What follows belongs to an exercise in optimizing a design on an open flow for small area, a short achievable clock period and few clock cycles per item; a production flow would make more cautious choices.
Function was checked by simulation only, so behaviour that the tests miss may differ from the original.

==> flow/design.v (excerpt) <==
module qvk_xts_enc (
    input  wire         clk,
    input  wire         rst,
    input  wire [255:0] key1,
    input  wire [255:0] key2,
    input  wire         in_valid,
    output wire         in_ready,
    input  wire         in_first,
    input  wire [127:0] in_tweak,
    input  wire [127:0] in_data,
    output wire         out_valid,
    input  wire         out_ready,
    output wire [127:0] out_data
);
==> flow/config.mk <==
export PLATFORM = sky130hd
export DESIGN_NAME = qvk_xts_enc
export DESIGN_NICKNAME = qvk_xts_enc
export VERILOG_FILES = /design/flow/design.v
export SDC_FILE = /design/flow/constraint.sdc
export NUM_CORES = 4
export LEC_CHECK = 0
export CAP_MARGIN = 20
export CORE_MARGIN = 2
export CORE_UTILIZATION = 40
export SETUP_SLACK_MARGIN = 3.2
export SLEW_MARGIN = 20
export SYNTH_HIERARCHICAL = 1
export SYNTH_MINIMUM_KEEP_SIZE = 0
==> flow/constraint.sdc <==
create_clock -name core_clock -period 7.0 [get_ports {clk}]
set_input_delay 1.4000 -clock core_clock [delete_from_list [all_inputs] [get_ports {clk}]]
set_output_delay 1.4000 -clock core_clock [all_outputs]
set_load 0.01 [all_outputs]
run.sh (not shown) runs the stock make flow with config.mk's settings and CLKGATE_MAP_FILE= SYNTH_SCRIPT=/design/flow/synth_recipe.tcl, a recipe that flattens the netlist after the stock synthesis.
The baseline finished clean.
Testbench counts at the start, summed over its fixed seeds: cycles 65,052, blocks 4,608.
Edit:
--- a/flow/config.mk
+++ b/flow/config.mk
@@ -11 +10,0 @@
-export SETUP_SLACK_MARGIN = 3.2
Cell count falls by about 4.3%.
Worst hold slack gets worse by 0.019 ns.
Non-clock buffer count went down by 463.

qvk_xts_enc, a different RTL version from the one above (not shown whole).
Size in the first run: roughly 900 I/O pins, roughly 77,000 sq um of cells after synthesis.
clock: 7.0 ns
lec_check: 0
cap_margin: 20
core_margin: 2
core_utilization: 40
setup_slack_margin: 3.2
slew_margin: 20
synth_hierarchical: 1
synth_minimum_keep_size: 0
standard.sh (not shown) runs the stock make flow with config.mk's settings and CLKGATE_MAP_FILE= SYNTH_SCRIPT=/design/flow/synth_recipe.tcl, a recipe that flattens the netlist after the stock synthesis.
==> flow/flow/run.sh <==
#!/bin/bash
# Layout with the standard flow (standard.sh), changed in one way only:
# the input and output ports are buffered with sky130_fd_sc_hd__buf_1
# instead of the clkdlybuf4s50_1 delay cell the resizer picks by default.
# Every port still gets its own buffer. ORFS writes each step's log under
# orfs/logs; the make output as a whole goes to standard.log here.
set -euo pipefail
export BUFFER_PORTS_ARGS="-buffer_cell sky130_fd_sc_hd__buf_1"
bash standard.sh > standard.log 2>&1
The first run went through all stages and came out clean.
Testbench counts at the start, summed over its fixed seeds: cycles 65,052, blocks 4,608.
Edit:
--- a/flow/config.mk
+++ b/flow/config.mk
@@ -10,2 +10,3 @@
-export CORE_UTILIZATION = 40
-export SETUP_SLACK_MARGIN = 3.2
+export CORE_UTILIZATION = 55
+export CTS_BUF_LIST = sky130_fd_sc_hd__clkbuf_4 sky130_fd_sc_hd__clkbuf_8
+export SETUP_SLACK_MARGIN = 3.3
The new run finished clean. Cell area is about the same. Clock skew goes up by 6.7 ps. First-iteration DRC count rose by a little under a tenth. Routed wire length falls by a little under a tenth.
Edit:
==> flow/run.sh (new file) <==
#!/bin/bash
# synth_recipe.tcl (not shown) runs the flow's synth.tcl, then flattens the netlist and writes it again
# the make line also repeats each setting of config.mk as NAME=value (left out here)
make -C /OpenROAD-flow-scripts/flow DESIGN_CONFIG=/design/flow/config.mk WORK_HOME=/design/flow/orfs CLKGATE_MAP_FILE= SYNTH_SCRIPT=/design/flow/synth_recipe.tcl finish
--- a/flow/config.mk
+++ b/flow/config.mk
@@ -10,3 +10,2 @@
-export CORE_UTILIZATION = 55
-export CTS_BUF_LIST = sky130_fd_sc_hd__clkbuf_4 sky130_fd_sc_hd__clkbuf_8
-export SETUP_SLACK_MARGIN = 3.3
+export CORE_UTILIZATION = 40
+export SETUP_SLACK_MARGIN = 3.2
removed: flow/flow/run.sh
removed: flow/standard.sh
The new run finished with timing, DRC and antenna clean; area after synthesis does not change; cell area is higher by 7.3%; wire length is higher by 11%; clock skew is lower by 7.0 ps; final cell count is higher by 5.4%; global-route usage is lower by 7.1 points.
Edit:
--- a/flow/config.mk
+++ b/flow/config.mk
@@ -10,2 +10,2 @@
-export CORE_UTILIZATION = 40
-export SETUP_SLACK_MARGIN = 3.2
+export CORE_UTILIZATION = 55
+export SETUP_SLACK_MARGIN = 3.4
What happened: The changed run finished with timing, DRC and antenna clean. Count of clock-buffer cells in the layout went down by 10. Maximum frequency went up by 3.1%. Sequential share of layout area went down by 0.62 points. Via count went up by 2.3%.

Starting RTL as in the previous note.
==> flow/config.mk <==
export PLATFORM = sky130hd
export DESIGN_NAME = qvk_xts_enc
export DESIGN_NICKNAME = qvk_xts_enc
export VERILOG_FILES = /design/flow/design.v
export SDC_FILE = /design/flow/constraint.sdc
export NUM_CORES = 4
export LEC_CHECK = 0
export CAP_MARGIN = 20
export CORE_MARGIN = 2
export CORE_UTILIZATION = 55
export SETUP_SLACK_MARGIN = 3.4
export SLEW_MARGIN = 20
export SYNTH_HIERARCHICAL = 1
export SYNTH_MINIMUM_KEEP_SIZE = 0
==> flow/constraint.sdc <==
create_clock -name core_clock -period 7.0 [get_ports {clk}]
set_input_delay 1.4000 -clock core_clock [delete_from_list [all_inputs] [get_ports {clk}]]
set_output_delay 1.4000 -clock core_clock [all_outputs]
set_load 0.01 [all_outputs]
==> flow/flow/run.sh <==
#!/bin/bash
# Layout with the standard flow (standard.sh), changed in one way only:
# the input and output ports are buffered with sky130_fd_sc_hd__buf_1
# instead of the clkdlybuf4s50_1 delay cell the resizer picks by default.
# Every port still gets its own buffer. ORFS writes each step's log under
# orfs/logs; the make output as a whole goes to standard.log here.
set -euo pipefail
export BUFFER_PORTS_ARGS="-buffer_cell sky130_fd_sc_hd__buf_1"
bash standard.sh > standard.log 2>&1
The starting point completed with no timing, DRC or antenna violations.
Testbench counts at the start, summed over its fixed seeds: cycles 65,052, blocks 4,608.
Next try:
==> flow/run.sh (new file) <==
#!/bin/bash
# synth_recipe.tcl (not shown) runs the flow's synth.tcl, then flattens the netlist and writes it again
# the make line also repeats each setting of config.mk as NAME=value (left out here)
make -C /OpenROAD-flow-scripts/flow DESIGN_CONFIG=/design/flow/config.mk WORK_HOME=/design/flow/orfs CLKGATE_MAP_FILE= SYNTH_SCRIPT=/design/flow/synth_recipe.tcl finish
- CORE_UTILIZATION: 55 -> 40
- SETUP_SLACK_MARGIN: 3.4 -> 3.6
removed: flow/flow/run.sh
removed: flow/standard.sh
Effect: Area after synthesis does not change. Register-to-register slack loses 40 ps. Die area grows by 37%. Setup slack loses 38 ps. Global-route usage is lower by 6.5 points. Clock-buffer cell count went up by 16. Fmax came out lower by 1.0%.
Next try:
- CORE_UTILIZATION: 40 -> 65
- SETUP_SLACK_MARGIN: 3.6 -> 3.3
What happened:
- design area falls by 11%
- die area falls by 38%
- wire length falls by 14%
- via count rises by 1.2%
- first-iteration DRC count rises by 39%
- non-clock buffer count falls by 476
- hold slack is worse by 19 ps

qvk_xts_enc, a different RTL version from the one above (not shown whole).
Size in the first run: about 7700 cells after synthesis, about 1000 flip-flops, roughly 900 I/O pins, ~0.076 sq mm of cells after synthesis.
==> flow/design.v (excerpt) <==
module qvk_xts_enc (
    input  wire         clk,
    input  wire         rst,
    input  wire [255:0] key1,
    input  wire [255:0] key2,
    input  wire         in_valid,
    output wire         in_ready,
    input  wire         in_first,
    input  wire [127:0] in_tweak,
    input  wire [127:0] in_data,
    output wire         out_valid,
    input  wire         out_ready,
    output wire [127:0] out_data
);
Settings: LEC_CHECK=0, CAP_MARGIN=20, CORE_MARGIN=2, CORE_UTILIZATION=55, CTS_BUF_LIST=sky130_fd_sc_hd__clkbuf_4 sky130_fd_sc_hd__clkbuf_8, SETUP_SLACK_MARGIN=3.5, SLEW_MARGIN=20, SYNTH_HIERARCHICAL=1, SYNTH_MINIMUM_KEEP_SIZE=0, TNS_END_PERCENT=40; clock period 7.0 ns.
==> flow/flow/run.sh <==
#!/bin/bash
# Layout with the standard flow (standard.sh), changed in one way only:
# the input and output ports are buffered with sky130_fd_sc_hd__buf_1
# instead of the clkdlybuf4s50_1 delay cell the resizer picks by default.
# Every port still gets its own buffer. ORFS writes each step's log under
# orfs/logs; the make output as a whole goes to standard.log here.
set -euo pipefail
export BUFFER_PORTS_ARGS="-buffer_cell sky130_fd_sc_hd__buf_1"
bash standard.sh > standard.log 2>&1
Testbench counts at the start, summed over its fixed seeds: cycles 65,052, blocks 4,608.
Edit:
SETUP_SLACK_MARGIN = 3.3   (was 3.5)
TNS_END_PERCENT = not set   (was 40)
Routed wire length hardly moves. Synthesized cell count stays the same. Count of clock-buffer cells in the layout drops by 13. Via count drops slightly. Cell area drops by a few percent. Setup slack got worse by 0.047 ns. Utilization drops by 1.7 points. Cell count drops slightly. Global-route usage climbs by 0.41 points.

[afterwards: timing with drivers on the ports]
The flow's constraints put no driver on any port. The routed layouts listed below were extracted and timed again, unchanged, in two steps.
Step 1, drivers: a clkbuf_16 drives clk and a buf_2 each remaining input, both assumed.
Step 2 times the ports against the registers' clock, not the clock port: input delays grow and output delays shrink by t, the midpoint of the rising clock arrivals with the driver on.
Slacks: ideal / step 1 / step 2; pairs: ideal / step 1.
| run | t, ns | setup slack, ns | worst slew at a driven data input, ns | pins driven straight from the clock port |
|---|---|---|---|---|
| the first run of note 1 | 0.841 | 3.146 / 3.121 / 2.377 | 0.19 | 1 |
| the second run of note 1 | 0.851 | 2.253 / 2.206 / 2.076 | 0.17 | 1 |
| the first run of note 2 | 0.834 | 3.247 / 3.247 / 2.796 | 0.33 | 1 |
| the second run of note 2 | 0.994 | 3.304 / 3.304 / 2.923 | 0.13 | 1 |
| the third run of note 2 | 0.841 | 3.186 / 3.186 / 2.477 | 0.28 | 1 |
| the fourth run of note 2 | 0.806 | 3.301 / 3.317 / 2.544 | 0.11 | 1 |
| the first run of note 3 | 0.806 | 3.364 / 3.364 / 2.910 | 0.13 | 1 |
| the second run of note 3 | 0.841 | 3.326 / 3.326 / 2.710 | 0.29 | 1 |
| the third run of note 3 | 0.781 | 3.216 / 3.243 / 2.489 | 0.21 | 1 |
| the first run of note 4 | 1.014 | 3.349 / 3.324 / 2.707 | 0.17 | 1 |
| the second run of note 4 | 1.016 | 3.303 / 3.303 / 2.401 | 0.16 | 1 |
After both steps setup and hold are still met in every run listed. The setup slack of the second run of note 4, which loses most, moves by 0.000 ns with the drivers and by -0.902 ns with both steps.
